Source: an optimization exercise on an open RTL-to-GDS flow (aim: small area, a short achievable clock period and few clock cycles per item). Production flows keep margins and buffers that such runs may drop. The RTL was checked by simulation tests, not by an equivalence proof against the original design.

--- flow/design.v ---
module gf128_mul (
    input  wire [6:0] a,
    input  wire [6:0] b,
    output wire [6:0] p
);
    reg [12:0] prod;
    reg [12:0] red;
    integer i;
    always @* begin
        prod = 13'd0;
        for (i = 0; i < 7; i = i + 1)
            if (b[i]) prod = prod ^ ({6'd0, a} << i);
        red = prod;
        for (i = 12; i >= 7; i = i - 1)
            if (red[i]) red = red ^ (13'b0000010001001 << (i - 7));
    end
    assign p = red[6:0];
endmodule
module gf128_inv(a, y);
  input [6:0] a;
  wire [6:0] a;
  output [6:0] y;
  wire [6:0] y;
  wire _000_;
  wire _001_;
  wire _002_;
  wire _003_;
  wire _004_;
  wire _005_;
  wire _006_;
  wire _007_;
  wire _008_;
  wire _009_;
  wire _010_;
  wire _011_;
  wire _012_;
  wire _013_;
  wire _014_;
  wire _015_;
  wire _016_;
  wire _017_;
  wire _018_;
  wire _019_;
  wire _020_;
  wire _021_;
  wire _022_;
  wire _023_;
  wire _024_;
  wire _025_;
  wire _026_;
  wire _027_;
  wire _028_;
  wire _029_;
  wire _030_;
  wire _031_;
  wire _032_;
  wire _033_;
  wire _034_;
  wire _035_;
  wire _036_;
  wire _037_;
  wire _038_;
  wire _039_;
  wire _040_;
  wire _041_;
  wire _042_;
  wire _043_;
  wire _044_;
  wire _045_;
  wire _046_;
  wire _047_;
  wire _048_;
  wire _049_;
  wire _050_;
  wire _051_;
  wire _052_;
  wire _053_;
  wire _054_;
  wire _055_;
  wire _056_;
  wire _057_;
  wire _058_;
  wire _059_;
  wire _060_;
  wire _061_;
  wire _062_;
  wire _063_;
  wire _064_;
  wire _065_;
  wire _066_;
  wire _067_;
  wire _068_;
  wire _069_;
  wire _070_;
  wire _071_;
  wire _072_;
  wire _073_;
  wire _074_;
  wire _075_;
  wire _076_;
  wire _077_;
  wire _078_;
  wire _079_;
  wire _080_;
  wire _081_;
  wire _082_;
  wire _083_;
  wire _084_;
  wire _085_;
  wire _086_;
  wire _087_;
  wire _088_;
  wire _089_;
  wire _090_;
  wire _091_;
  wire _092_;
  wire _093_;
  wire _094_;
  wire _095_;
  wire _096_;
  wire _097_;
  wire _098_;
  wire _099_;
  wire _100_;
  wire _101_;
  wire _102_;
  wire _103_;
  wire _104_;
  wire _105_;
  wire _106_;
  wire _107_;
  wire _108_;
  wire _109_;
  wire _110_;
  wire _111_;
  wire _112_;
  wire _113_;
  wire _114_;
  wire _115_;
  wire _116_;
  wire _117_;
  wire _118_;
  wire _119_;
  wire _120_;
  wire _121_;
  wire _122_;
  wire _123_;
  wire _124_;
  wire _125_;
  wire _126_;
  wire _127_;
  wire _128_;
  wire _129_;
  wire _130_;
  wire _131_;
  wire _132_;
  wire _133_;
  wire _134_;
  wire _135_;
  wire _136_;
  wire _137_;
  wire _138_;
  wire _139_;
  wire _140_;
  wire _141_;
  wire _142_;
  wire _143_;
  wire _144_;
  wire _145_;
  wire _146_;
  wire _147_;
  wire _148_;
  wire _149_;
  wire _150_;
  wire _151_;
  wire _152_;
  wire _153_;
  wire _154_;
  wire _155_;
  wire _156_;
  wire _157_;
  wire _158_;
  wire _159_;
  wire _160_;
  wire _161_;
  wire _162_;
  wire _163_;
  wire _164_;
  wire _165_;
  wire _166_;
  wire _167_;
  wire _168_;
  wire _169_;
  wire _170_;
  wire _171_;
  wire _172_;
  wire _173_;
  wire _174_;
  wire _175_;
  wire _176_;
  wire _177_;
  wire _178_;
  wire _179_;
  wire _180_;
  wire _181_;
  wire _182_;
  wire _183_;
  wire _184_;
  wire _185_;
  wire _186_;
  wire _187_;
  wire _188_;
  wire _189_;
  wire _190_;
  wire _191_;
  wire _192_;
  wire _193_;
  wire _194_;
  wire _195_;
  wire _196_;
  wire _197_;
  wire _198_;
  wire _199_;
  wire _200_;
  wire _201_;
  wire _202_;
  wire _203_;
  wire _204_;
  wire _205_;
  wire _206_;
  wire _207_;
  wire _208_;
  wire _209_;
  wire _210_;
  wire _211_;
  wire _212_;
  wire _213_;
  wire _214_;
  wire _215_;
  wire _216_;
  wire _217_;
  wire _218_;
  wire _219_;
  wire _220_;
  wire _221_;
  wire _222_;
  wire _223_;
  wire _224_;
  assign _048_ = ~a[6];
  assign _059_ = a[0] & ~(a[1]);
  assign _069_ = ~(a[1] | a[3]);
  assign _080_ = ~_069_;
  assign _090_ = ~a[3];
  assign _101_ = ~(a[0] | a[2]);
  assign _112_ = _090_ & ~(_101_);
  assign _122_ = ~_112_;
  assign _132_ = ~((_122_ & _080_) | _059_);
  assign _143_ = a[2] & ~(a[0]);
  assign _150_ = a[2] | ~(a[1]);
  assign _151_ = _150_ & ~(_143_);
  assign _152_ = _151_ & ~(_090_);
  assign _153_ = a[0] & a[2];
  assign _154_ = a[0] & a[3];
  assign _155_ = a[4] & ~(_154_);
  assign _156_ = ~((_080_ | _153_) & _155_);
  assign _157_ = ~(_156_ | _152_);
  assign _158_ = _132_ | ~(_157_);
  assign _159_ = a[3] & ~(_153_);
  assign _160_ = ~a[4];
  assign _161_ = a[1] & a[2];
  assign _162_ = _161_ & ~(a[3]);
  assign _163_ = _160_ & ~(_162_);
  assign _164_ = a[2] & ~(a[1]);
  assign _165_ = a[1] & a[0];
  assign _166_ = _160_ & ~(_165_);
  assign _167_ = _164_ | ~(_166_);
  assign _168_ = _167_ & ~(_163_);
  assign _169_ = _168_ | _159_;
  assign _170_ = a[0] & ~(a[3]);
  assign _171_ = a[4] & ~(_170_);
  assign _172_ = ~(_161_ | _059_);
  assign _173_ = _172_ | _154_;
  assign _174_ = ~_154_;
  assign _175_ = ~((_174_ | a[2]) & a[4]);
  assign _176_ = _173_ & ~(_175_);
  assign _177_ = ~(_161_ | _153_);
  assign _178_ = _177_ & ~(_090_);
  assign _179_ = ~a[2];
  assign _180_ = a[1] & ~(a[0]);
  assign _181_ = _180_ | _059_;
  assign _182_ = _179_ & ~(_181_);
  assign _183_ = _178_ & ~(_182_);
  assign _184_ = _183_ | _090_;
  assign _185_ = ~((_176_ | _171_) & _184_);
  assign _186_ = ~((_185_ & _169_) | a[5]);
  assign _187_ = a[0] & ~(a[2]);
  assign _188_ = a[3] & ~(_187_);
  assign _189_ = ~_188_;
  assign _190_ = ~_177_;
  assign _191_ = ~((_190_ | _189_) & _160_);
  assign _192_ = ~_152_;
  assign _193_ = _187_ & ~(a[1]);
  assign _194_ = _180_ | a[3];
  assign _195_ = _194_ | _193_;
  assign _196_ = ~((_195_ & _192_) | _191_);
  assign _197_ = a[5] & ~(_196_);
  assign _198_ = ~((_197_ & _158_) | _186_);
  assign _199_ = _090_ & ~(_143_);
  assign _200_ = a[1] & ~(_199_);
  assign _201_ = ~_200_;
  assign _202_ = _179_ & ~(_165_);
  assign _203_ = _202_ | a[3];
  assign _204_ = a[1] | ~(a[3]);
  assign _205_ = ~(_204_ | _153_);
  assign _206_ = _203_ & ~(_205_);
  assign _207_ = _206_ & ~(a[1]);
  assign _208_ = _059_ | _179_;
  assign _209_ = _208_ & ~(_193_);
  assign _210_ = ~(_209_ & _170_);
  assign _211_ = a[3] & ~(_209_);
  assign _212_ = _210_ & ~(_211_);
  assign _213_ = _212_ & ~(_207_);
  assign _214_ = ~((_213_ | _188_) & _201_);
  assign _215_ = ~_171_;
  assign _216_ = a[3] & ~(_164_);
  assign _217_ = ~(_101_ | _153_);
  assign _218_ = _216_ & ~(_217_);
  assign _219_ = ~((_218_ | _215_) & a[5]);
  assign _220_ = ~((_214_ & _160_) | _219_);
  assign _221_ = _177_ & ~(a[3]);
  assign _222_ = ~((_101_ | _204_) & a[4]);
  assign _223_ = ~_187_;
  assign _224_ = _160_ & ~(_069_);
  assign _000_ = ~((_224_ & _223_) | a[5]);
  assign _001_ = ~((_222_ | _221_) & _000_);
  assign _002_ = _001_ & ~(_220_);
  assign y[5] = _048_ ? _198_ : _002_;
  assign _003_ = ~a[1];
  assign _004_ = ~(_153_ & _003_);
  assign _005_ = _004_ & ~(a[3]);
  assign _006_ = ~(_005_ & _214_);
  assign _007_ = _211_ | a[4];
  assign _008_ = ~(_007_ | _205_);
  assign _009_ = _157_ | a[5];
  assign _010_ = ~((_008_ & _006_) | _009_);
  assign _011_ = _154_ | _178_;
  assign _012_ = _011_ & _181_;
  assign _013_ = ~_012_;
  assign _014_ = _143_ | _160_;
  assign _015_ = ~(_014_ | _162_);
  assign _016_ = ~a[5];
  assign _017_ = _154_ & ~(_161_);
  assign _018_ = _017_ | a[4];
  assign _019_ = ~_165_;
  assign _020_ = ~(_221_ & _019_);
  assign _021_ = _020_ & ~(_018_);
  assign _022_ = _021_ | _016_;
  assign _023_ = ~((_015_ & _013_) | _022_);
  assign _024_ = ~((_023_ | _010_) & a[6]);
  assign _025_ = ~((_207_ | _200_) & _160_);
  assign _026_ = ~((_150_ & _159_) | _160_);
  assign _027_ = ~((_006_ | _059_) & _026_);
  assign _028_ = ~((_027_ & _025_) | a[5]);
  assign _029_ = _090_ & ~(_182_);
  assign _030_ = ~((_029_ & a[1]) | a[4]);
  assign _031_ = _153_ & ~(_018_);
  assign _032_ = _031_ | _200_;
  assign _033_ = _030_ & ~(_032_);
  assign _034_ = ~((_213_ | _160_) & a[5]);
  assign _035_ = ~((_034_ | _033_) & _048_);
  assign y[4] = ~((_035_ | _028_) & _024_);
  assign _036_ = a[3] & ~(_172_);
  assign _037_ = ~((_036_ & _181_) | _160_);
  assign _038_ = _170_ & ~(_003_);
  assign _039_ = ~((_181_ & _159_) | _038_);
  assign _040_ = _039_ & ~(a[4]);
  assign _041_ = ~((_037_ & _210_) | _040_);
  assign _042_ = _016_ & ~(_041_);
  assign _043_ = ~_059_;
  assign _044_ = ~((_043_ & _199_) | _160_);
  assign _045_ = ~((_013_ | _189_) & _044_);
  assign _046_ = _224_ & ~(_172_);
  assign _047_ = a[5] & ~(_046_);
  assign _049_ = ~((_047_ & _045_) | _042_);
  assign _050_ = _180_ & ~(a[2]);
  assign _051_ = _007_ | _050_;
  assign _052_ = ~((_151_ | _090_) & _019_);
  assign _053_ = a[2] & ~(_181_);
  assign _054_ = ~((_053_ | _122_) & a[4]);
  assign _055_ = ~((_052_ & _011_) | _054_);
  assign _056_ = _016_ & ~(_055_);
  assign _057_ = ~((_194_ | _164_) & _037_);
  assign _058_ = _159_ & ~(_050_);
  assign _060_ = a[3] & ~(_058_);
  assign _061_ = _193_ | a[4];
  assign _062_ = ~((_061_ | _060_) & a[5]);
  assign _063_ = _057_ & ~(_062_);
  assign _064_ = ~((_056_ & _051_) | _063_);
  assign y[3] = _048_ ? _049_ : _064_;
  assign _065_ = ~((_190_ & a[3]) | a[4]);
  assign _066_ = _052_ & ~(_206_);
  assign _067_ = ~((_066_ | _065_) & _048_);
  assign _068_ = _058_ & ~(_003_);
  assign _070_ = _068_ | _160_;
  assign _071_ = _005_ & ~(_182_);
  assign _072_ = _112_ | a[0];
  assign _073_ = ~((_072_ & _224_) | _048_);
  assign _074_ = ~((_071_ | _070_) & _073_);
  assign _075_ = ~((_074_ & _067_) | a[5]);
  assign _076_ = ~((_194_ | _187_) & _008_);
  assign _077_ = ~_029_;
  assign _078_ = ~((_077_ & _019_) | _162_);
  assign _079_ = ~((_078_ | _160_) & _048_);
  assign _081_ = _079_ | ~(_076_);
  assign _082_ = ~(_030_ & _192_);
  assign _083_ = _208_ & ~(_038_);
  assign _084_ = ~((_083_ & _026_) | _048_);
  assign _085_ = ~((_084_ & _082_) | _016_);
  assign y[2] = ~((_085_ & _081_) | _075_);
  assign _086_ = a[1] & ~(_143_);
  assign _087_ = _086_ | _211_;
  assign _088_ = _087_ & ~(_191_);
  assign _089_ = ~((_202_ | _090_) & a[4]);
  assign _091_ = ~((_086_ & _029_) | _089_);
  assign _092_ = a[5] & ~(_091_);
  assign _093_ = _092_ & ~(_088_);
  assign _094_ = ~((_101_ & a[4]) | _157_);
  assign _095_ = ~(_101_ & _090_);
  assign _096_ = _003_ & ~(_217_);
  assign _097_ = ~((_151_ | a[3]) & _160_);
  assign _098_ = ~((_096_ & _095_) | _097_);
  assign _099_ = _016_ & ~(_098_);
  assign _100_ = ~((_094_ | _011_) & _099_);
  assign _102_ = _100_ & ~(_093_);
  assign _103_ = ~(_195_ | _143_);
  assign _104_ = a[4] & ~(_216_);
  assign _105_ = _104_ & ~(_103_);
  assign _106_ = _122_ & ~(_167_);
  assign _107_ = ~((_106_ | _105_) & a[5]);
  assign _108_ = ~((_053_ | _189_) & _160_);
  assign _109_ = _108_ | _179_;
  assign _110_ = _095_ & ~(_036_);
  assign _111_ = ~((_110_ | _160_) & _016_);
  assign _113_ = _109_ & ~(_111_);
  assign _114_ = _107_ & ~(_113_);
  assign y[1] = a[6] ? _102_ : _114_;
  assign _115_ = _020_ & ~(_218_);
  assign _116_ = ~((_077_ | _164_) & _065_);
  assign _117_ = ~((_115_ | _160_) & _116_);
  assign _118_ = _132_ | _191_;
  assign _119_ = _206_ | _160_;
  assign _120_ = _119_ & _118_;
  assign _121_ = a[6] ? _117_ : _120_;
  assign _123_ = ~(_161_ | _187_);
  assign _124_ = _163_ & ~(_096_);
  assign _125_ = a[6] & ~(_124_);
  assign _126_ = ~((_123_ | _070_) & _125_);
  assign _127_ = _171_ & ~(_017_);
  assign _128_ = _127_ & ~(_183_);
  assign _129_ = _160_ & ~(_103_);
  assign _130_ = ~((_129_ & _013_) | _128_);
  assign _131_ = ~((_130_ | a[6]) & _126_);
  assign y[0] = a[5] ? _121_ : _131_;
  assign _133_ = _194_ | _217_;
  assign _134_ = _133_ & ~(_108_);
  assign _135_ = _160_ & ~(_218_);
  assign _136_ = _029_ | ~(_135_);
  assign _137_ = a[5] & ~(_176_);
  assign _138_ = ~(_137_ & _136_);
  assign _139_ = _044_ & ~(_058_);
  assign _140_ = _139_ | a[5];
  assign _141_ = ~((_140_ | _134_) & _138_);
  assign _142_ = ~((_172_ & _090_) | _183_);
  assign _144_ = _142_ & _135_;
  assign _145_ = _052_ & ~(_160_);
  assign _146_ = ~((_145_ | _031_) & _016_);
  assign _147_ = _004_ & ~(_152_);
  assign _148_ = ~((_147_ | _222_) & a[5]);
  assign _149_ = ~((_148_ | _144_) & _146_);
  assign y[6] = a[6] ? _141_ : _149_;
endmodule
module ecc80_enc (
    input  wire [63:0] d,
    output wire [13:0] r,
    output wire        pd1,
    output wire        pd2
);
    assign r[0] = d[0] ^ d[5] ^ d[6] ^ d[8] ^ d[9] ^ d[13] ^ d[14] ^ d[15] ^ d[17] ^ d[18] ^ d[19] ^ d[22] ^ d[27] ^ d[28] ^ d[29] ^ d[30] ^ d[33] ^ d[34] ^ d[37] ^ d[39] ^ d[43] ^ d[44] ^ d[45] ^ d[46] ^ d[48] ^ d[50] ^ d[51] ^ d[53] ^ d[57] ^ d[59] ^ d[61];
    assign r[1] = d[0] ^ d[1] ^ d[5] ^ d[7] ^ d[8] ^ d[10] ^ d[13] ^ d[16] ^ d[17] ^ d[20] ^ d[22] ^ d[23] ^ d[27] ^ d[31] ^ d[33] ^ d[35] ^ d[37] ^ d[38] ^ d[39] ^ d[40] ^ d[43] ^ d[47] ^ d[48] ^ d[49] ^ d[50] ^ d[52] ^ d[53] ^ d[54] ^ d[57] ^ d[58] ^ d[59] ^ d[60] ^ d[61] ^ d[62];
    assign r[2] = d[0] ^ d[1] ^ d[2] ^ d[5] ^ d[11] ^ d[13] ^ d[15] ^ d[19] ^ d[21] ^ d[22] ^ d[23] ^ d[24] ^ d[27] ^ d[29] ^ d[30] ^ d[32] ^ d[33] ^ d[36] ^ d[37] ^ d[38] ^ d[40] ^ d[41] ^ d[43] ^ d[45] ^ d[46] ^ d[49] ^ d[54] ^ d[55] ^ d[57] ^ d[58] ^ d[60] ^ d[62] ^ d[63];
    assign r[3] = d[1] ^ d[2] ^ d[3] ^ d[6] ^ d[12] ^ d[14] ^ d[16] ^ d[20] ^ d[22] ^ d[23] ^ d[24] ^ d[25] ^ d[28] ^ d[30] ^ d[31] ^ d[33] ^ d[34] ^ d[37] ^ d[38] ^ d[39] ^ d[41] ^ d[42] ^ d[44] ^ d[46] ^ d[47] ^ d[50] ^ d[55] ^ d[56] ^ d[58] ^ d[59] ^ d[61] ^ d[63];
    assign r[4] = d[0] ^ d[2] ^ d[3] ^ d[4] ^ d[5] ^ d[6] ^ d[7] ^ d[8] ^ d[9] ^ d[14] ^ d[18] ^ d[19] ^ d[21] ^ d[22] ^ d[23] ^ d[24] ^ d[25] ^ d[26] ^ d[27] ^ d[28] ^ d[30] ^ d[31] ^ d[32] ^ d[33] ^ d[35] ^ d[37] ^ d[38] ^ d[40] ^ d[42] ^ d[44] ^ d[46] ^ d[47] ^ d[50] ^ d[53] ^ d[56] ^ d[60] ^ d[61] ^ d[62];
    assign r[5] = d[0] ^ d[1] ^ d[3] ^ d[4] ^ d[7] ^ d[10] ^ d[13] ^ d[14] ^ d[17] ^ d[18] ^ d[20] ^ d[23] ^ d[24] ^ d[25] ^ d[26] ^ d[30] ^ d[31] ^ d[32] ^ d[36] ^ d[37] ^ d[38] ^ d[41] ^ d[44] ^ d[46] ^ d[47] ^ d[50] ^ d[53] ^ d[54] ^ d[59] ^ d[62] ^ d[63];
    assign r[6] = d[0] ^ d[1] ^ d[2] ^ d[4] ^ d[6] ^ d[9] ^ d[11] ^ d[13] ^ d[17] ^ d[21] ^ d[22] ^ d[24] ^ d[25] ^ d[26] ^ d[28] ^ d[29] ^ d[30] ^ d[31] ^ d[32] ^ d[34] ^ d[38] ^ d[42] ^ d[43] ^ d[44] ^ d[46] ^ d[47] ^ d[50] ^ d[53] ^ d[54] ^ d[55] ^ d[57] ^ d[59] ^ d[60] ^ d[61] ^ d[63];
    assign r[7] = d[1] ^ d[2] ^ d[3] ^ d[5] ^ d[7] ^ d[10] ^ d[12] ^ d[14] ^ d[18] ^ d[22] ^ d[23] ^ d[25] ^ d[26] ^ d[27] ^ d[29] ^ d[30] ^ d[31] ^ d[32] ^ d[33] ^ d[35] ^ d[39] ^ d[43] ^ d[44] ^ d[45] ^ d[47] ^ d[48] ^ d[51] ^ d[54] ^ d[55] ^ d[56] ^ d[58] ^ d[60] ^ d[61] ^ d[62];
    assign r[8] = d[0] ^ d[2] ^ d[3] ^ d[4] ^ d[5] ^ d[9] ^ d[11] ^ d[14] ^ d[17] ^ d[18] ^ d[22] ^ d[23] ^ d[24] ^ d[26] ^ d[29] ^ d[31] ^ d[32] ^ d[36] ^ d[37] ^ d[39] ^ d[40] ^ d[43] ^ d[49] ^ d[50] ^ d[51] ^ d[52] ^ d[53] ^ d[55] ^ d[56] ^ d[62] ^ d[63];
    assign r[9] = d[0] ^ d[1] ^ d[3] ^ d[4] ^ d[8] ^ d[9] ^ d[10] ^ d[12] ^ d[13] ^ d[14] ^ d[17] ^ d[22] ^ d[23] ^ d[24] ^ d[25] ^ d[28] ^ d[29] ^ d[32] ^ d[34] ^ d[38] ^ d[39] ^ d[40] ^ d[41] ^ d[43] ^ d[45] ^ d[46] ^ d[48] ^ d[52] ^ d[54] ^ d[56] ^ d[59] ^ d[61] ^ d[63];
    assign r[10] = d[1] ^ d[2] ^ d[4] ^ d[5] ^ d[9] ^ d[10] ^ d[11] ^ d[13] ^ d[14] ^ d[15] ^ d[18] ^ d[23] ^ d[24] ^ d[25] ^ d[26] ^ d[29] ^ d[30] ^ d[33] ^ d[35] ^ d[39] ^ d[40] ^ d[41] ^ d[42] ^ d[44] ^ d[46] ^ d[47] ^ d[49] ^ d[53] ^ d[55] ^ d[57] ^ d[60] ^ d[62];
    assign r[11] = d[2] ^ d[3] ^ d[5] ^ d[6] ^ d[10] ^ d[11] ^ d[12] ^ d[14] ^ d[15] ^ d[16] ^ d[19] ^ d[24] ^ d[25] ^ d[26] ^ d[27] ^ d[30] ^ d[31] ^ d[34] ^ d[36] ^ d[40] ^ d[41] ^ d[42] ^ d[43] ^ d[45] ^ d[47] ^ d[48] ^ d[50] ^ d[54] ^ d[56] ^ d[58] ^ d[61] ^ d[63];
    assign r[12] = d[3] ^ d[4] ^ d[6] ^ d[7] ^ d[11] ^ d[12] ^ d[13] ^ d[15] ^ d[16] ^ d[17] ^ d[20] ^ d[25] ^ d[26] ^ d[27] ^ d[28] ^ d[31] ^ d[32] ^ d[35] ^ d[37] ^ d[41] ^ d[42] ^ d[43] ^ d[44] ^ d[46] ^ d[48] ^ d[49] ^ d[51] ^ d[55] ^ d[57] ^ d[59] ^ d[62];
    assign r[13] = d[4] ^ d[5] ^ d[7] ^ d[8] ^ d[12] ^ d[13] ^ d[14] ^ d[16] ^ d[17] ^ d[18] ^ d[21] ^ d[26] ^ d[27] ^ d[28] ^ d[29] ^ d[32] ^ d[33] ^ d[36] ^ d[38] ^ d[42] ^ d[43] ^ d[44] ^ d[45] ^ d[47] ^ d[49] ^ d[50] ^ d[52] ^ d[56] ^ d[58] ^ d[60] ^ d[63];
    assign pd1 = d[0] ^ d[1] ^ d[2] ^ d[3] ^ d[4] ^ d[5] ^ d[6] ^ d[7] ^ d[8] ^ d[9] ^ d[10] ^ d[11] ^ d[12] ^ d[13] ^ d[14] ^ d[15] ^ d[33] ^ d[34] ^ d[35] ^ d[36] ^ d[37] ^ d[38] ^ d[39] ^ d[40] ^ d[41] ^ d[42] ^ d[43] ^ d[44] ^ d[45] ^ d[46] ^ d[47];
    assign pd2 = d[16] ^ d[17] ^ d[18] ^ d[19] ^ d[20] ^ d[21] ^ d[22] ^ d[23] ^ d[24] ^ d[25] ^ d[26] ^ d[27] ^ d[28] ^ d[29] ^ d[30] ^ d[31] ^ d[32] ^ d[48] ^ d[49] ^ d[50] ^ d[51] ^ d[52] ^ d[53] ^ d[54] ^ d[55] ^ d[56] ^ d[57] ^ d[58] ^ d[59] ^ d[60] ^ d[61] ^ d[62] ^ d[63];
endmodule
module ecc80_dec_a (
    input  wire        op,              
    input  wire        volatile_frame,
    input  wire [63:0] d,
    input  wire [15:0] c,
    input  wire [13:0] r,               
    input  wire        pd1,             
    input  wire        pd2,             
    output wire [15:0] cbase,           
    output wire        p1raw,           
    output wire        p2raw,           
    output wire [6:0]  s1,
    output wire [6:0]  u,
    output wire        s3z,
    output wire        marker
);
    wire [13:0] rv = r ^ c[13:0];
    wire [6:0]  s3, t;
    wire sx0 = rv[7] ^ rv[11];
    wire sx1 = rv[9] ^ rv[13];
    wire sx2 = rv[8] ^ rv[12];
    wire sx3 = rv[3] ^ rv[10];
    wire sx4 = rv[6] ^ rv[10];
    wire sx5 = rv[5] ^ rv[9];
    wire sx6 = rv[4] ^ rv[8];
    wire sx7 = rv[8] ^ sx0;
    assign s1[0] = rv[0] ^ sx0;
    assign s1[1] = rv[1] ^ sx2;
    assign s1[2] = rv[2] ^ sx1;
    assign s1[3] = sx0 ^ sx3;
    wire sx8 = rv[11] ^ rv[4];
    assign s1[4] = sx2 ^ sx8;
    wire sx9 = rv[12] ^ rv[5];
    assign s1[5] = sx1 ^ sx9;
    assign s1[6] = rv[13] ^ sx4;
    wire sx10 = rv[0] ^ rv[10];
    wire sx11 = rv[7] ^ sx10;
    assign s3[0] = sx5 ^ sx11;
    wire sx12 = rv[13] ^ rv[5];
    assign s3[1] = sx12 ^ sx6;
    wire sx13 = sx1 ^ sx3;
    assign s3[2] = sx13 ^ sx7;
    wire sx14 = rv[1] ^ rv[6];
    wire sx15 = sx14 ^ sx5;
    assign s3[3] = sx15 ^ sx7;
    wire sx16 = rv[6] ^ sx1;
    assign s3[4] = sx6 ^ sx16;
    wire sx17 = rv[12] ^ rv[13];
    wire sx18 = rv[3] ^ rv[4];
    wire sx19 = rv[7] ^ sx17;
    assign s3[5] = sx18 ^ sx19;
    wire sx20 = rv[2] ^ rv[7];
    wire sx21 = rv[9] ^ sx2;
    wire sx22 = sx20 ^ sx4;
    assign s3[6] = sx21 ^ sx22;
    gf128_inv u_t (.a(s1), .y(t));
    gf128_mul u_u (.a(s3), .b(t), .p(u));
    assign s3z = (s3 == 7'd0);
    assign cbase[13:0] = op ? c[13:0] : r;
    wire   q           = pd2 ^ ^cbase[13:0];
    assign cbase[14]   = op ? c[14] : pd1;
    assign cbase[15]   = op ? c[15] : q;
    assign p1raw       = pd1 ^ c[14];
    assign p2raw       = q ^ c[15];
    assign marker      = op && volatile_frame && (d == 64'd0) && (c == 16'hC000);
endmodule
module ecc80_dec_b (
    input  wire        op,
    input  wire        marker,
    input  wire [63:0] d,
    input  wire [15:0] cbase,
    input  wire        p1raw,
    input  wire        p2raw,
    input  wire [6:0]  s1,
    input  wire [6:0]  u,
    input  wire        s3z,
    output wire [63:0] d_out,
    output wire [15:0] c_out,
    output wire [1:0]  ncorr,
    output wire        uncorr
);
    wire [6:0]  y, x1, x2;
    wire        tru;
    wire [77:0] fix;
    reg         hit1, hit2, g1x1, g1x2;
    gf128_mul u_x1 (.a(s1), .b(y), .p(x1));
    assign x2 = x1 ^ s1;
    assign y[0] = 1'b0;
    assign y[1] = u[2] ^ u[3] ^ u[4] ^ u[6];
    assign y[2] = u[3] ^ u[4] ^ u[6];
    assign y[3] = u[5] ^ u[6];
    assign y[4] = u[1] ^ u[2] ^ u[4];
    assign y[5] = u[3] ^ u[5] ^ u[6];
    assign y[6] = u[3] ^ u[6];
    assign tru = u[0];
    wire [7:0]  h1, h2, h1u, h2u;
    wire [15:0] l1, l2;
    genvar gk;
    generate for (gk = 0; gk < 8; gk = gk + 1) begin : g_hi
        assign h1u[gk] = (x1[6:4] == gk);
        assign h2u[gk] = (x2[6:4] == gk);
    end endgenerate
    generate for (gk = 0; gk < 16; gk = gk + 1) begin : g_lo
        assign l1[gk] = (x1[3:0] == gk);
        assign l2[gk] = (x2[3:0] == gk);
    end endgenerate
    assign h1 = h1u & {8{en}};
    assign h2 = h2u & {8{en}};
    assign fix[0] = (h1[0] & l1[1]) | (h2[0] & l2[1]);
    assign fix[1] = (h1[0] & l1[2]) | (h2[0] & l2[2]);
    assign fix[2] = (h1[0] & l1[4]) | (h2[0] & l2[4]);
    assign fix[3] = (h1[0] & l1[8]) | (h2[0] & l2[8]);
    assign fix[4] = (h1[1] & l1[0]) | (h2[1] & l2[0]);
    assign fix[5] = (h1[2] & l1[0]) | (h2[2] & l2[0]);
    assign fix[6] = (h1[4] & l1[0]) | (h2[4] & l2[0]);
    assign fix[7] = (h1[0] & l1[9]) | (h2[0] & l2[9]);
    assign fix[8] = (h1[1] & l1[2]) | (h2[1] & l2[2]);
    assign fix[9] = (h1[2] & l1[4]) | (h2[2] & l2[4]);
    assign fix[10] = (h1[4] & l1[8]) | (h2[4] & l2[8]);
    assign fix[11] = (h1[1] & l1[9]) | (h2[1] & l2[9]);
    assign fix[12] = (h1[3] & l1[2]) | (h2[3] & l2[2]);
    assign fix[13] = (h1[6] & l1[4]) | (h2[6] & l2[4]);
    assign fix[14] = (h1[4] & l1[1]) | (h2[4] & l2[1]);
    assign fix[15] = (h1[0] & l1[11]) | (h2[0] & l2[11]);
    assign fix[16] = (h1[1] & l1[6]) | (h2[1] & l2[6]);
    assign fix[17] = (h1[2] & l1[12]) | (h2[2] & l2[12]);
    assign fix[18] = (h1[5] & l1[8]) | (h2[5] & l2[8]);
    assign fix[19] = (h1[3] & l1[9]) | (h2[3] & l2[9]);
    assign fix[20] = (h1[7] & l1[2]) | (h2[7] & l2[2]);
    assign fix[21] = (h1[6] & l1[13]) | (h2[6] & l2[13]);
    assign fix[22] = (h1[5] & l1[3]) | (h2[5] & l2[3]);
    assign fix[23] = (h1[2] & l1[15]) | (h2[2] & l2[15]);
    assign fix[24] = (h1[5] & l1[14]) | (h2[5] & l2[14]);
    assign fix[25] = (h1[3] & l1[5]) | (h2[3] & l2[5]);
    assign fix[26] = (h1[6] & l1[10]) | (h2[6] & l2[10]);
    assign fix[27] = (h1[5] & l1[13]) | (h2[5] & l2[13]);
    assign fix[28] = (h1[3] & l1[3]) | (h2[3] & l2[3]);
    assign fix[29] = (h1[6] & l1[6]) | (h2[6] & l2[6]);
    assign fix[30] = (h1[4] & l1[5]) | (h2[4] & l2[5]);
    assign fix[31] = (h1[0] & l1[3]) | (h2[0] & l2[3]);
    assign fix[32] = (h1[0] & l1[6]) | (h2[0] & l2[6]);
    assign fix[33] = (h1[0] & l1[12]) | (h2[0] & l2[12]);
    assign fix[34] = (h1[1] & l1[8]) | (h2[1] & l2[8]);
    assign fix[35] = (h1[3] & l1[0]) | (h2[3] & l2[0]);
    assign fix[36] = (h1[6] & l1[0]) | (h2[6] & l2[0]);
    assign fix[37] = (h1[4] & l1[9]) | (h2[4] & l2[9]);
    assign fix[38] = (h1[1] & l1[11]) | (h2[1] & l2[11]);
    assign fix[39] = (h1[3] & l1[6]) | (h2[3] & l2[6]);
    assign fix[40] = (h1[6] & l1[12]) | (h2[6] & l2[12]);
    assign fix[41] = (h1[5] & l1[1]) | (h2[5] & l2[1]);
    assign fix[42] = (h1[2] & l1[11]) | (h2[2] & l2[11]);
    assign fix[43] = (h1[5] & l1[6]) | (h2[5] & l2[6]);
    assign fix[44] = (h1[2] & l1[5]) | (h2[2] & l2[5]);
    assign fix[45] = (h1[4] & l1[10]) | (h2[4] & l2[10]);
    assign fix[46] = (h1[1] & l1[13]) | (h2[1] & l2[13]);
    assign fix[47] = (h1[3] & l1[10]) | (h2[3] & l2[10]);
    assign fix[48] = (h1[7] & l1[4]) | (h2[7] & l2[4]);
    assign fix[49] = (h1[6] & l1[1]) | (h2[6] & l2[1]);
    assign fix[50] = (h1[4] & l1[11]) | (h2[4] & l2[11]);
    assign fix[51] = (h1[1] & l1[15]) | (h2[1] & l2[15]);
    assign fix[52] = (h1[3] & l1[14]) | (h2[3] & l2[14]);
    assign fix[53] = (h1[7] & l1[12]) | (h2[7] & l2[12]);
    assign fix[54] = (h1[7] & l1[1]) | (h2[7] & l2[1]);
    assign fix[55] = (h1[6] & l1[11]) | (h2[6] & l2[11]);
    assign fix[56] = (h1[5] & l1[15]) | (h2[5] & l2[15]);
    assign fix[57] = (h1[3] & l1[7]) | (h2[3] & l2[7]);
    assign fix[58] = (h1[6] & l1[14]) | (h2[6] & l2[14]);
    assign fix[59] = (h1[5] & l1[5]) | (h2[5] & l2[5]);
    assign fix[60] = (h1[2] & l1[3]) | (h2[2] & l2[3]);
    assign fix[61] = (h1[4] & l1[6]) | (h2[4] & l2[6]);
    assign fix[62] = (h1[0] & l1[5]) | (h2[0] & l2[5]);
    assign fix[63] = (h1[0] & l1[10]) | (h2[0] & l2[10]);
    assign fix[64] = (h1[1] & l1[4]) | (h2[1] & l2[4]);
    assign fix[65] = (h1[2] & l1[8]) | (h2[2] & l2[8]);
    assign fix[66] = (h1[5] & l1[0]) | (h2[5] & l2[0]);
    assign fix[67] = (h1[2] & l1[9]) | (h2[2] & l2[9]);
    assign fix[68] = (h1[5] & l1[2]) | (h2[5] & l2[2]);
    assign fix[69] = (h1[2] & l1[13]) | (h2[2] & l2[13]);
    assign fix[70] = (h1[5] & l1[10]) | (h2[5] & l2[10]);
    assign fix[71] = (h1[3] & l1[13]) | (h2[3] & l2[13]);
    assign fix[72] = (h1[7] & l1[10]) | (h2[7] & l2[10]);
    assign fix[73] = (h1[7] & l1[13]) | (h2[7] & l2[13]);
    assign fix[74] = (h1[7] & l1[3]) | (h2[7] & l2[3]);
    assign fix[75] = (h1[6] & l1[15]) | (h2[6] & l2[15]);
    assign fix[76] = (h1[5] & l1[7]) | (h2[5] & l2[7]);
    assign fix[77] = (h1[2] & l1[7]) | (h2[2] & l2[7]);
    always @* begin
        case (x1)
        7'd1: hit1 = 1'b1;
        7'd2: hit1 = 1'b1;
        7'd3: hit1 = 1'b1;
        7'd4: hit1 = 1'b1;
        7'd5: hit1 = 1'b1;
        7'd6: hit1 = 1'b1;
        7'd8: hit1 = 1'b1;
        7'd9: hit1 = 1'b1;
        7'd10: hit1 = 1'b1;
        7'd11: hit1 = 1'b1;
        7'd12: hit1 = 1'b1;
        7'd16: hit1 = 1'b1;
        7'd18: hit1 = 1'b1;
        7'd20: hit1 = 1'b1;
        7'd22: hit1 = 1'b1;
        7'd24: hit1 = 1'b1;
        7'd25: hit1 = 1'b1;
        7'd27: hit1 = 1'b1;
        7'd29: hit1 = 1'b1;
        7'd31: hit1 = 1'b1;
        7'd32: hit1 = 1'b1;
        7'd35: hit1 = 1'b1;
        7'd36: hit1 = 1'b1;
        7'd37: hit1 = 1'b1;
        7'd39: hit1 = 1'b1;
        7'd40: hit1 = 1'b1;
        7'd41: hit1 = 1'b1;
        7'd43: hit1 = 1'b1;
        7'd44: hit1 = 1'b1;
        7'd45: hit1 = 1'b1;
        7'd47: hit1 = 1'b1;
        7'd48: hit1 = 1'b1;
        7'd50: hit1 = 1'b1;
        7'd51: hit1 = 1'b1;
        7'd53: hit1 = 1'b1;
        7'd54: hit1 = 1'b1;
        7'd55: hit1 = 1'b1;
        7'd57: hit1 = 1'b1;
        7'd58: hit1 = 1'b1;
        7'd61: hit1 = 1'b1;
        7'd62: hit1 = 1'b1;
        7'd64: hit1 = 1'b1;
        7'd65: hit1 = 1'b1;
        7'd69: hit1 = 1'b1;
        7'd70: hit1 = 1'b1;
        7'd72: hit1 = 1'b1;
        7'd73: hit1 = 1'b1;
        7'd74: hit1 = 1'b1;
        7'd75: hit1 = 1'b1;
        7'd80: hit1 = 1'b1;
        7'd81: hit1 = 1'b1;
        7'd82: hit1 = 1'b1;
        7'd83: hit1 = 1'b1;
        7'd85: hit1 = 1'b1;
        7'd86: hit1 = 1'b1;
        7'd87: hit1 = 1'b1;
        7'd88: hit1 = 1'b1;
        7'd90: hit1 = 1'b1;
        7'd93: hit1 = 1'b1;
        7'd94: hit1 = 1'b1;
        7'd95: hit1 = 1'b1;
        7'd96: hit1 = 1'b1;
        7'd97: hit1 = 1'b1;
        7'd100: hit1 = 1'b1;
        7'd102: hit1 = 1'b1;
        7'd106: hit1 = 1'b1;
        7'd107: hit1 = 1'b1;
        7'd108: hit1 = 1'b1;
        7'd109: hit1 = 1'b1;
        7'd110: hit1 = 1'b1;
        7'd111: hit1 = 1'b1;
        7'd113: hit1 = 1'b1;
        7'd114: hit1 = 1'b1;
        7'd115: hit1 = 1'b1;
        7'd116: hit1 = 1'b1;
        7'd122: hit1 = 1'b1;
        7'd124: hit1 = 1'b1;
        7'd125: hit1 = 1'b1;
        default: hit1 = 1'b0;
        endcase
    end
    always @* begin
        case (x2)
        7'd1: hit2 = 1'b1;
        7'd2: hit2 = 1'b1;
        7'd3: hit2 = 1'b1;
        7'd4: hit2 = 1'b1;
        7'd5: hit2 = 1'b1;
        7'd6: hit2 = 1'b1;
        7'd8: hit2 = 1'b1;
        7'd9: hit2 = 1'b1;
        7'd10: hit2 = 1'b1;
        7'd11: hit2 = 1'b1;
        7'd12: hit2 = 1'b1;
        7'd16: hit2 = 1'b1;
        7'd18: hit2 = 1'b1;
        7'd20: hit2 = 1'b1;
        7'd22: hit2 = 1'b1;
        7'd24: hit2 = 1'b1;
        7'd25: hit2 = 1'b1;
        7'd27: hit2 = 1'b1;
        7'd29: hit2 = 1'b1;
        7'd31: hit2 = 1'b1;
        7'd32: hit2 = 1'b1;
        7'd35: hit2 = 1'b1;
        7'd36: hit2 = 1'b1;
        7'd37: hit2 = 1'b1;
        7'd39: hit2 = 1'b1;
        7'd40: hit2 = 1'b1;
        7'd41: hit2 = 1'b1;
        7'd43: hit2 = 1'b1;
        7'd44: hit2 = 1'b1;
        7'd45: hit2 = 1'b1;
        7'd47: hit2 = 1'b1;
        7'd48: hit2 = 1'b1;
        7'd50: hit2 = 1'b1;
        7'd51: hit2 = 1'b1;
        7'd53: hit2 = 1'b1;
        7'd54: hit2 = 1'b1;
        7'd55: hit2 = 1'b1;
        7'd57: hit2 = 1'b1;
        7'd58: hit2 = 1'b1;
        7'd61: hit2 = 1'b1;
        7'd62: hit2 = 1'b1;
        7'd64: hit2 = 1'b1;
        7'd65: hit2 = 1'b1;
        7'd69: hit2 = 1'b1;
        7'd70: hit2 = 1'b1;
        7'd72: hit2 = 1'b1;
        7'd73: hit2 = 1'b1;
        7'd74: hit2 = 1'b1;
        7'd75: hit2 = 1'b1;
        7'd80: hit2 = 1'b1;
        7'd81: hit2 = 1'b1;
        7'd82: hit2 = 1'b1;
        7'd83: hit2 = 1'b1;
        7'd85: hit2 = 1'b1;
        7'd86: hit2 = 1'b1;
        7'd87: hit2 = 1'b1;
        7'd88: hit2 = 1'b1;
        7'd90: hit2 = 1'b1;
        7'd93: hit2 = 1'b1;
        7'd94: hit2 = 1'b1;
        7'd95: hit2 = 1'b1;
        7'd96: hit2 = 1'b1;
        7'd97: hit2 = 1'b1;
        7'd100: hit2 = 1'b1;
        7'd102: hit2 = 1'b1;
        7'd106: hit2 = 1'b1;
        7'd107: hit2 = 1'b1;
        7'd108: hit2 = 1'b1;
        7'd109: hit2 = 1'b1;
        7'd110: hit2 = 1'b1;
        7'd111: hit2 = 1'b1;
        7'd113: hit2 = 1'b1;
        7'd114: hit2 = 1'b1;
        7'd115: hit2 = 1'b1;
        7'd116: hit2 = 1'b1;
        7'd122: hit2 = 1'b1;
        7'd124: hit2 = 1'b1;
        7'd125: hit2 = 1'b1;
        default: hit2 = 1'b0;
        endcase
    end
    always @* begin
        case (x1)
        7'd11: g1x1 = 1'b1;
        7'd22: g1x1 = 1'b1;
        7'd31: g1x1 = 1'b1;
        7'd35: g1x1 = 1'b1;
        7'd44: g1x1 = 1'b1;
        7'd47: g1x1 = 1'b1;
        7'd51: g1x1 = 1'b1;
        7'd53: g1x1 = 1'b1;
        7'd55: g1x1 = 1'b1;
        7'd57: g1x1 = 1'b1;
        7'd58: g1x1 = 1'b1;
        7'd62: g1x1 = 1'b1;
        7'd65: g1x1 = 1'b1;
        7'd70: g1x1 = 1'b1;
        7'd75: g1x1 = 1'b1;
        7'd83: g1x1 = 1'b1;
        7'd85: g1x1 = 1'b1;
        7'd88: g1x1 = 1'b1;
        7'd93: g1x1 = 1'b1;
        7'd94: g1x1 = 1'b1;
        7'd95: g1x1 = 1'b1;
        7'd97: g1x1 = 1'b1;
        7'd102: g1x1 = 1'b1;
        7'd106: g1x1 = 1'b1;
        7'd107: g1x1 = 1'b1;
        7'd109: g1x1 = 1'b1;
        7'd110: g1x1 = 1'b1;
        7'd113: g1x1 = 1'b1;
        7'd114: g1x1 = 1'b1;
        7'd116: g1x1 = 1'b1;
        7'd124: g1x1 = 1'b1;
        default: g1x1 = 1'b0;
        endcase
    end
    always @* begin
        case (x2)
        7'd11: g1x2 = 1'b1;
        7'd22: g1x2 = 1'b1;
        7'd31: g1x2 = 1'b1;
        7'd35: g1x2 = 1'b1;
        7'd44: g1x2 = 1'b1;
        7'd47: g1x2 = 1'b1;
        7'd51: g1x2 = 1'b1;
        7'd53: g1x2 = 1'b1;
        7'd55: g1x2 = 1'b1;
        7'd57: g1x2 = 1'b1;
        7'd58: g1x2 = 1'b1;
        7'd62: g1x2 = 1'b1;
        7'd65: g1x2 = 1'b1;
        7'd70: g1x2 = 1'b1;
        7'd75: g1x2 = 1'b1;
        7'd83: g1x2 = 1'b1;
        7'd85: g1x2 = 1'b1;
        7'd88: g1x2 = 1'b1;
        7'd93: g1x2 = 1'b1;
        7'd94: g1x2 = 1'b1;
        7'd95: g1x2 = 1'b1;
        7'd97: g1x2 = 1'b1;
        7'd102: g1x2 = 1'b1;
        7'd106: g1x2 = 1'b1;
        7'd107: g1x2 = 1'b1;
        7'd109: g1x2 = 1'b1;
        7'd110: g1x2 = 1'b1;
        7'd113: g1x2 = 1'b1;
        7'd114: g1x2 = 1'b1;
        7'd116: g1x2 = 1'b1;
        7'd124: g1x2 = 1'b1;
        default: g1x2 = 1'b0;
        endcase
    end
    wire s1z   = (s1 == 7'd0);
    wire one   = !s1z && (u == 7'd1);           
    wire gpar  = g1x1 ^ g1x2;                   
    wire p1    = p1raw ^ gpar;                  
    wire p2    = p2raw ^ gpar ^ one;            
    wire ok    = s1z ? s3z :
                 one ? (hit2 && !(p1 && p2)) :
                       (tru && hit1 && hit2 && !p1 && !p2);
    wire [1:0] nbch = s1z ? 2'd0 : one ? 2'd1 : 2'd2;
    wire en    = op && ok && !marker;
    assign d_out       = d ^ fix[77:14];
    assign c_out[13:0] = cbase[13:0] ^ fix[13:0];
    assign c_out[14]   = cbase[14] ^ (en && p1);
    assign c_out[15]   = cbase[15] ^ (en && p2);
    assign ncorr       = en ? nbch + {1'b0, p1} + {1'b0, p2} : 2'd0;
    assign uncorr      = op && !marker && !ok;
endmodule
module ecc80_codec (
    input  wire        clk,
    input  wire        rst,
    input  wire        in_valid,
    output wire        in_ready,
    input  wire        in_op,           
    input  wire        in_volatile,     
    input  wire [63:0] in_data,
    input  wire [15:0] in_check,        
    output reg         out_valid,
    output reg  [63:0] out_data,
    output reg  [15:0] out_check,
    output reg  [1:0]  out_ncorr,
    output reg         out_uncorr,
    output reg         out_marker
);
    assign in_ready = 1'b1;
    reg        r_valid;
    reg        r_op;
    reg        r_volatile;
    reg [63:0] r_data;
    reg [15:0] r_check;
    always @(posedge clk) begin
        if (rst) r_valid <= 1'b0;
        else     r_valid <= in_valid;
        r_op       <= in_op;
        r_volatile <= in_volatile;
        r_data     <= in_data;
        r_check    <= in_check;
    end
    wire [13:0] rem;
    wire        pd1, pd2;
    wire [15:0] a_cbase;
    wire        a_p1raw, a_p2raw, a_s3z, a_marker;
    wire [6:0]  a_s1, a_u;
    ecc80_enc u_enc (
        .d   (r_data),
        .r   (rem),
        .pd1 (pd1),
        .pd2 (pd2)
    );
    ecc80_dec_a u_dec_a (
        .op             (r_op),
        .volatile_frame (r_volatile),
        .d              (r_data),
        .c              (r_check),
        .r              (rem),
        .pd1            (pd1),
        .pd2            (pd2),
        .cbase          (a_cbase),
        .p1raw          (a_p1raw),
        .p2raw          (a_p2raw),
        .s1             (a_s1),
        .u              (a_u),
        .s3z            (a_s3z),
        .marker         (a_marker)
    );
    reg        m_valid;
    reg        m_op;
    reg        m_marker;
    reg [63:0] m_data;
    reg [15:0] m_cbase;
    reg        m_p1raw, m_p2raw, m_s3z;
    reg [6:0]  m_s1, m_u;
    always @(posedge clk) begin
        if (rst) m_valid <= 1'b0;
        else     m_valid <= r_valid;
        m_op     <= r_op;
        m_marker <= a_marker;
        m_data   <= r_data;
        m_cbase  <= a_cbase;
        m_p1raw  <= a_p1raw;
        m_p2raw  <= a_p2raw;
        m_s3z    <= a_s3z;
        m_s1     <= a_s1;
        m_u      <= a_u;
    end
    wire [63:0] res_data;
    wire [15:0] res_check;
    wire [1:0]  res_ncorr;
    wire        res_uncorr;
    ecc80_dec_b u_dec_b (
        .op     (m_op),
        .marker (m_marker),
        .d      (m_data),
        .cbase  (m_cbase),
        .p1raw  (m_p1raw),
        .p2raw  (m_p2raw),
        .s1     (m_s1),
        .u      (m_u),
        .s3z    (m_s3z),
        .d_out  (res_data),
        .c_out  (res_check),
        .ncorr  (res_ncorr),
        .uncorr (res_uncorr)
    );
    always @(posedge clk) begin
        if (rst) out_valid <= 1'b0;
        else     out_valid <= m_valid;
        out_data   <= res_data;
        out_check  <= res_check;
        out_ncorr  <= res_ncorr;
        out_uncorr <= res_uncorr;
        out_marker <= m_marker;
    end
endmodule
--- flow/flow/run.sh ---
#!/bin/bash
# The standard layout (the standard.sh, all steps), with the port buffers
# that ORFS inserts at placement made of sky130_fd_sc_hd__buf_1 cells.
set -euo pipefail
export BUFFER_PORTS_ARGS="-buffer_cell sky130_fd_sc_hd__buf_1"
bash standard.sh > standard.log 2>&1
--- flow/standard.sh ---
#!/bin/bash
# synth_recipe.tcl (not shown) runs the flow's synth.tcl, then flattens the netlist and writes it again
# the make line also repeats each setting of config.mk as NAME=value (left out here)
make -C /OpenROAD-flow-scripts/flow DESIGN_CONFIG=/design/flow/config.mk WORK_HOME=/design/flow/orfs CLKGATE_MAP_FILE= SYNTH_SCRIPT=/design/flow/synth_recipe.tcl "${@:-finish}"
--- flow/config.mk ---
export PLATFORM = sky130hd
export DESIGN_NAME = ecc80_codec
export DESIGN_NICKNAME = ecc80_codec
export VERILOG_FILES = /design/flow/design.v
export SDC_FILE = /design/flow/constraint.sdc
export NUM_CORES = 4
export LEC_CHECK = 0
export CAP_MARGIN = 20
export CORE_MARGIN = 2
export CORE_UTILIZATION = 75
export CTS_BUF_LIST = sky130_fd_sc_hd__clkbuf_16
export CTS_CLUSTER_DIAMETER = 120
export CTS_CLUSTER_SIZE = 30
export SLEW_MARGIN = 20
export SYNTH_HIERARCHICAL = 1
--- flow/constraint.sdc ---
create_clock -name core_clock -period 32.0 [get_ports {clk}]
set_input_delay 6.4000 -clock core_clock [delete_from_list [all_inputs] [get_ports {clk}]]
set_output_delay 6.4000 -clock core_clock [all_outputs]
set_load 0.01 [all_outputs]
==> out/metrics.csv, run 1 <==
stage;metric;value;unit
run_status;status;no timing/DRC/antenna violations;
logic_synthesis;yosysWarnings;9;
finish;multi_input_area;9780;sq um
timing;fin_crit_sh;23.5;%
drt;postRouteAntennaNets;0;
setup_path;slowest_stage;dfxtp_1;
clocking;clkTransAtPathRegs;0.11;ns
logic_synthesis;syn-cell-area;15600;sq um
logic_synthesis;synth_edf_count;0;
drt;wirelength;48600;microns
setup_path;worst-path-max-fanout;1;
finish;fin_area;16700;sq um
finish;fillCellCount;1184;
floorplanning;std_cell_rows;52;
logic_synthesis;ys_ff_latch;268;
drt;firstDrtPassIters;10;
global_route;grt_max_degree;49;
timing;clock_skew;0.0301;ns
global_route;track_usage;43.4;%
clocking;cts_max_level;1;
logic_synthesis;async_flop_share;0;%
setup_path;slowest_delay;0.41;ns
setup_path;crit_family;flip-flops;
clocking;cts_tree;done;
clocking;postCtsHoldBufs;0;
finish;layout.area.seq;5370;sq um
global_route;grt_pass1_wl;72500;microns
timing;max_freq;133;MHz
finish;diodes;0;
min_path;hold_path_class;reg2reg;
timing;relSlewSlack;28.7;%
global_route;overflow;0;
floorplanning;start_util;76.7;%
drt;avgRoutedWirePerCell;25.5;microns
drt;viasPerCell;6.75;
job;max_cap_viol_count;0;
finish;drive_gt1_share;6.05;%
logic_synthesis;synth_top_area_share;34.4;%
drt;drcViolationCount;0;
floorplanning;dieArea;22000;sq um
global_route;grt_pass1_vias;12300;
clocking;cts_inserted_buffers;13;
drt;drt_iter0_markers;1847;
setup_path;worstPathRequired;25.60;ns
clocking;cts_resized;0;
clocking;post-cts-setup-buffers;0;
placed_design;placed_area;16300;sq um
clocking;cts.path.max_buffers;3;
timing;hold_violations;0;
setup_path;worst-path-buf-inv;1;
drt;vias;12900;
setup_path;path_cells;buf_1;
timing;fin_setup_tns;0;ns
logic_synthesis;syn_inst;1516;
floorplanning;pin_count;171;
clocking;clkSinkCount;268;
finish;layout.nets;1740;
timing;fin_crit;7.51;ns
global_route;antenna_found_initial;0;
placed_design;io_buffers;169;
setup_path;crit_path_start_kind;register;
logic_synthesis;synth_ff_type;dfxtp_1;
setup_path;arrival;1.11;ns
logic_synthesis;synth-seq-area-share;34.4;%
finish;area_growth;6.88;%
logic_synthesis;synth_cell_types;99;
logic_synthesis;avgSynthCellArea;10.3;sq um
logic_synthesis;synth_top_area_cell;dfxtp_1;
clocking;clk_latency;0.51;ns
logic_synthesis;synth_area_leaders;dfxtp_1 34%, xnor2_1 13%, xnor3_1 11%;
placed_design;gp_congestion;0.983;
timing;setup-violations-final;0;
timing;rsz0062_at_grt;false;
timing;tightest_slew;1.07;ns
floorplanning;die_w;148;microns
setup_path;end_kind;output port;
placed_design;dp_hpwl;36100;microns
setup_path;crit_type;reg2out;
floorplanning;coreArea;20400;sq um
clocking;cts_root_buffer;clkbuf_16;
timing;fin_hold_ws;0.411;ns
floorplanning;die_y;148;microns
timing;drv_slew;0;
## cell usage after synthesis, drive strengths merged (21+ instances only)
library cell,count
dfxtp,268
xnor2,240
nand2,178
xor2,107
xnor3,83
o22ai,54
nor2,53
clkbuf,45
a21oi,43
o21ai,40
buf,39
inv,25
nor3,22
ha,21
## through the flow
stage / std cells / utilization [%] / setup slack (ns)
after detailed placement: 1889 / 80.1 / 24.79
after floorplan: 1522 / - / 25.27
after global routing: 1906 / 82.0 / 24.19
final: 1906 / 82.0 / 24.49
after global placement: 1889 / 80.1 / 24.77
after CTS: 1906 / 82.0 / 24.51
## per-module statistics from Yosys (local to each module, per instance)
| module | copies in the design | cells | cell area (sq um) |
|---|---|---|---|
| ecc80_codec | 1 | 273 | 5400 |
| ecc80_dec_b | 1 | 508 | 3540 |
| ecc80_enc | 1 | 207 | 2780 |
| gf128_inv | 1 | 226 | 1410 |
| ecc80_dec_a | 1 | 118 | 1120 |
| gf128_mul | 2 | 92 | 686 |
## flip-flops by register name (all words and copies together), names as in the netlist, 2 cells and up
register   flops
m_data        64
out_data      64
r_data        64
m_cbase       16
out_check     16
r_check       16
m_s1           7
m_u            7
out_ncorr      2
## per-layer routing
| metal | up-vias | global-route usage, % | part of all wire [%] |
|---|---|---|---|
| met4 | 0 | 19.3 | 5.7 |
| met5 | - | 0 | 0 |
| li1 | 5470 | - | - |
| met1 | 5998 | 57.8 | 36 |
| met3 | 253 | 11.0 | 14 |
| met2 | 1139 | 67.6 | 44 |
## path summary, 6_finish.rpt
check / start / to / slack, ns / cells past startpoint
setup / recovery: out_check[1] / out_check[1] / 24.49 / 1
hold / removal: m_marker / out_marker / 0.41 / 0
setup reg to reg: m_u[2] / out_data[4] / 24.58 / 17
hold reg to reg: m_marker / out_marker / 0.41 / 0
## cells by family after synthesis
group / share of synthesized area (%)
compound gates: 11.7
xor+xnor: 34.2
fa+ha+maj: 1.68
buf+inv: 3.41
flops: 34.4
mux: 2.61
other cells: 0.0481
simple gates: 11.9
## cell type report
cell class,count,share of cell area [%]
clock buffers,13,1.95
clock inverters,4,0.270
inverters,29,0.682
multi-input cells,1141,58.6
flip-flops and latches,268,32.1
well taps,270,2.02
repair buffers,181,4.34
## layout by cell type (no fill, tap or decap), types with 9 or more instances in the layout
cell type  Yosys  layout
mux2_2        16      16
dfxtp_1      268     268
inv_1         22      22
clkbuf_16      0      13
nor2_1        49      49
buf_1          5     169
mux2i_1       13      13
nor3_1        22      22
xnor3_1       77      77
ha_1          21      21
a21oi_1       41      41
nand2b_1      15      15
nor2b_1       19      19
o22ai_1       48      48
o21ai_0       37      37
buf_4          5      12
xor3_1        14      14
a32oi_1       17      17
nor3b_1        9       9
nand2_1      178     178
nand3_1       17      17
xor2_1       105     105
nand4_1       12      12
a211oi_1       9       9
nor4_1        20      20
xnor2_1      236     231
Testbench counts, summed over its fixed seeds: cycles 16,024, words 16,000.
==> run 2, diff against run 1 <==
--- a/flow/config.mk
+++ b/flow/config.mk
@@ -7,7 +7,7 @@
 export LEC_CHECK = 0
 export CAP_MARGIN = 20
 export CORE_MARGIN = 2
-export CORE_UTILIZATION = 75
+export CORE_UTILIZATION = 65
 export CTS_BUF_LIST = sky130_fd_sc_hd__clkbuf_16
 export CTS_CLUSTER_DIAMETER = 120
 export CTS_CLUSTER_SIZE = 30
==> run 2 against run 1 <==
  * Sequential cell count unchanged
  * Register-to-register slack better by 0.07 ns
  * Still clean
  * Via count down 5.2%
  * Largest cell class unchanged
  * Fmax up 0.13%
  * Wire length down 4.7%
  * Synthesized area unchanged
==> out/metrics.csv, run 2 <==
stage;metric;value;unit;change
drt;avgRoutedWirePerCell;23.7;microns;-7.1%
global_route;antenna_found_initial;0;;unchanged
timing;fin_crit_sh;23.4;%;-0.031 points
setup_path;worstPathRequired;25.60;ns;about the same
drt;postRouteAntennaNets;0;;unchanged
clocking;cts_tree;done;;
logic_synthesis;synth-compound-area-share;11.7;%;unchanged
drt;wirelength;46400;microns;-4.7%
min_path;hold_path_class;reg2reg;;
logic_synthesis;yosys.area_share.simple;11.9;%;unchanged
timing;hold_violations;0;;unchanged
timing;fin_hold_ws;0.425;ns;+0.0138 ns
logic_synthesis;syn_inst;1516;;unchanged
setup_path;slowest_stage;dfxtp_1;;
clocking;cts_root_buffer;clkbuf_16;;
timing;setup-violations-final;0;;unchanged
logic_synthesis;synth_most_common_cell;dfxtp_1;;
drt;vias;12200;;-5.2%
setup_path;crit_type;reg2out;;
clocking;postCtsHoldBufs;0;;unchanged
finish;area_growth;7.32;%;
floorplanning;die_w;159;microns;+7.2%
global_route;grt_pass1_vias;11300;;-8.1%
setup_path;end_kind;output port;;
setup_path;reg2reg_from;m_u[6];;
drt;drt_iter0_markers;1682;;-8.9%
global_route;grt_pass1_wl;68700;microns;-5.2%
clocking;clk_latency;0.51;ns;about the same
setup_path;path_cells;buf_1;;
setup_path;crit_family;flip-flops;;
clocking;clkSinkCount;268;;unchanged
placed_design;io_buffers;169;;unchanged
setup_path;worstReg2RegEnd;out_data[17];;
run_status;status;no timing/DRC/antenna violations;;
logic_synthesis;async_flop_share;0;%;unchanged
placed_design;dp_hpwl;35000;microns;-3.1%
timing;fin_setup_tns;0;ns;unchanged
global_route;track_usage;35.4;%;-8.0 points
timing;rsz0062_at_grt;false;;
logic_synthesis;yosysWarnings;9;;unchanged
drt;drcViolationCount;0;;unchanged
floorplanning;die_y;159;microns;+7.2%
clocking;cts.path.max_buffers;3;;unchanged
logic_synthesis;muxShareOfSynthArea;2.61;%;unchanged
timing;clock_skew;0.0207;ns;-0.00938 ns
floorplanning;dieArea;25300;sq um;+15%
finish;fillCellCount;1821;;+54%
logic_synthesis;ys_ff_latch;268;;unchanged
setup_path;r2r_cells;18;;+1
clocking;cts_inserted_buffers;13;;unchanged
finish;diodes;0;;unchanged
job;max_cap_viol_count;0;;unchanged
logic_synthesis;synth_top_family_by_area;XOR/XNOR gates;;
logic_synthesis;synth_fa_ha_area_share;1.68;%;unchanged
logic_synthesis;synth_ff_type;dfxtp_1;;
timing;tightest_slew;1.08;ns;+0.0139 ns
floorplanning;std_cell_rows;56;;+7.7%
timing;drv_slew;0;;unchanged
logic_synthesis;synth_top_area_cell;dfxtp_1;;
floorplanning;pin_count;171;;unchanged
global_route;overflow;0;;unchanged
setup_path;reg2reg_slack;24.65;ns;+0.07 ns
setup_path;worst-path-max-fanout;1;;unchanged
clocking;cts_max_level;1;;unchanged
placed_design;gp_congestion;0.982;;-0.13%
min_path;holdPathStages;0;;unchanged
clocking;cts_resized;0;;unchanged
timing;relSlewSlack;27.7;%;-0.92 points
logic_synthesis;avgSynthCellArea;10.3;sq um;unchanged
finish;mostFrequentLayoutCells;268 x dfxtp_1, 231 x xnor2_1, 178 x nand2_1;;
timing;fin_crit;7.50;ns;-0.0100 ns
clocking;post-cts-setup-buffers;0;;unchanged
setup_path;worst-path-buf-inv;1;;unchanged
finish;reg.largest.list;m_data: 64 flops, out_data: 64 flops, r_data: 64 flops;;
logic_synthesis;synth_area_leaders;dfxtp_1 34%, xnor2_1 13%, xnor3_1 11%;;
finish;layout.nets;1741;;+0.057%
min_path;hold_path_end;out_marker;;
setup_path;slowest_delay;0.42;ns;about the same
setup_path;crit_path_start_kind;register;;
logic_synthesis;synth-seq-area-share;34.4;%;unchanged
clocking;clkTransAtPathRegs;0.11;ns;about the same
logic_synthesis;synth_edf_count;0;;unchanged
drt;viasPerCell;6.23;;-7.6%
setup_path;arrival;1.10;ns;about the same
finish;drive_gt1_share;5.99;%;-0.061 points
timing;max_freq;133;MHz;+0.13%
drt;firstDrtPassIters;6;;-4
floorplanning;coreArea;23500;sq um;+16%
logic_synthesis;synth_cell_types;99;;unchanged
finish;layout_commonest_cell;dfxtp_1;;
min_path;hp-start;m_marker;;
logic_synthesis;synth_top_area_share;34.4;%;unchanged
logic_synthesis;syn-cell-area;15600;sq um;unchanged
floorplanning;start_util;66.3;%;-10 points
logic_synthesis;synth_common_cells;268 x dfxtp_1, 236 x xnor2_1, 178 x nand2_1;;
logic_synthesis;synthXorXnorAreaFrac;34.2;%;unchanged
global_route;grt_max_degree;49;;unchanged
## run 2: cell types whose count changed in the layout (fill, tap and decap cells not counted)
cell / change
buf_4: +1
inv_16: +1
or2_1: +1
inv_8: -1
or2_2: -1
inv_6: -1
## run 2: Yosys stat by module (local to each module, per instance)
module       cell area, sq um  flops+latches  copies in the design  cells inside
ecc80_codec              5400            268                     1           273
ecc80_dec_b              3540              0                     1           508
ecc80_enc                2780              0                     1           207
gf128_inv                1410              0                     1           226
ecc80_dec_a              1120              0                     1           118
gf128_mul                 686              0                     2            92
## run 2: area by class of cell
class,instances,area [sq um],area share [%]
Tap cell,319,399,2.38
Multi-Input combinational cell,1141,9780,58.4
Sequential cell,268,5370,32.0
Clock inverter,3,45.0,0.269
Timing Repair Buffer,182,732,4.37
Clock buffer,13,325,1.94
Inverter,29,114,0.679
## run 2: how the worst max path moves through the flow
stage / slack (ns) / depth (start not counted) / endpoint / start
2_1_floorplan: 25.27 / 0 / out_check[0] / out_check[0]
3_3_place_gp: 24.91 / 18 / out_check[3] / m_u[6]
3_5_place_dp: 24.70 / 18 / out_check[3] / m_u[6]
4_1_cts: 24.49 / 1 / out_check[1] / out_check[1]
5_1_grt: 24.19 / 18 / out_check[2] / m_u[6]
6_report: 24.50 / 1 / out_check[3] / out_check[3]
## run 2: cell families (layout without fill, tap and decap cells)
family | count (synthesis) | in the layout
AOI/OAI and AO/OA | 250 | 250
and+or+nand+nor | 383 | 383
other | 2 | 8
xor gates and xnor gates | 445 | 445
muxes | 34 | 34
buffers and inverters | 113 | 227
adders and majority gates | 21 | 21
DFF | 268 | 268
## run 2: metal layers
| metal | part of all wire [%] | track usage (%) | wire length [microns] |
|---|---|---|---|
| met4 | 3.3 | 9.26 | 1530 |
| met3 | 12 | 7.16 | 5410 |
| met2 | 44 | 54.2 | 20300 |
| met5 | 0 | 0 | 0 |
| met1 | 41 | 51.7 | 19100 |
## run 2: through the flow
stage | cell area [sq um] | utilization [%] | setup WS, ns | std cells
3_5_place_dp | 16400 | 69.6 | 24.70 | 1939
5_1_grt | 16800 | 71.2 | 24.19 | 1955
6_report | 16800 | 71.2 | 24.50 | 1955
2_1_floorplan | 15600 | - | 25.27 | 1522
3_3_place_gp | 16400 | 69.6 | 24.91 | 1939
4_1_cts | 16800 | 71.2 | 24.49 | 1955

==> afterwards: timing with drivers on the ports <==
The flow's constraints put no driver on any port. The routed layouts listed below were extracted and timed again, unchanged, in two steps. Step 1 (the two cells are an assumption about what drives the block):
set clk [get_ports {clk}]
set_driving_cell -lib_cell sky130_fd_sc_hd__clkbuf_16 $clk
set_driving_cell -lib_cell sky130_fd_sc_hd__buf_2 [delete_from_list [all_inputs] $clk]
Step 2 times the ports against the registers' clock, not the clock port: input delays grow and output delays shrink by t, the midpoint of the rising clock arrivals with the driver on. a / b / c = no drivers / after step 1 / after step 2; a / b = the first two.
| run | t, ns | setup slack, ns | worst setup path after step 2 | cell pins on the clock port's net |
|---|---|---|---|---|
| run 1 | 0.542 | 24.492 / 24.445 / 24.581 | register to register | 1 |
| run 2 | 0.546 | 24.502 / 24.453 / 24.651 | register to register | 1 |
After both steps every run listed still meets setup and hold.
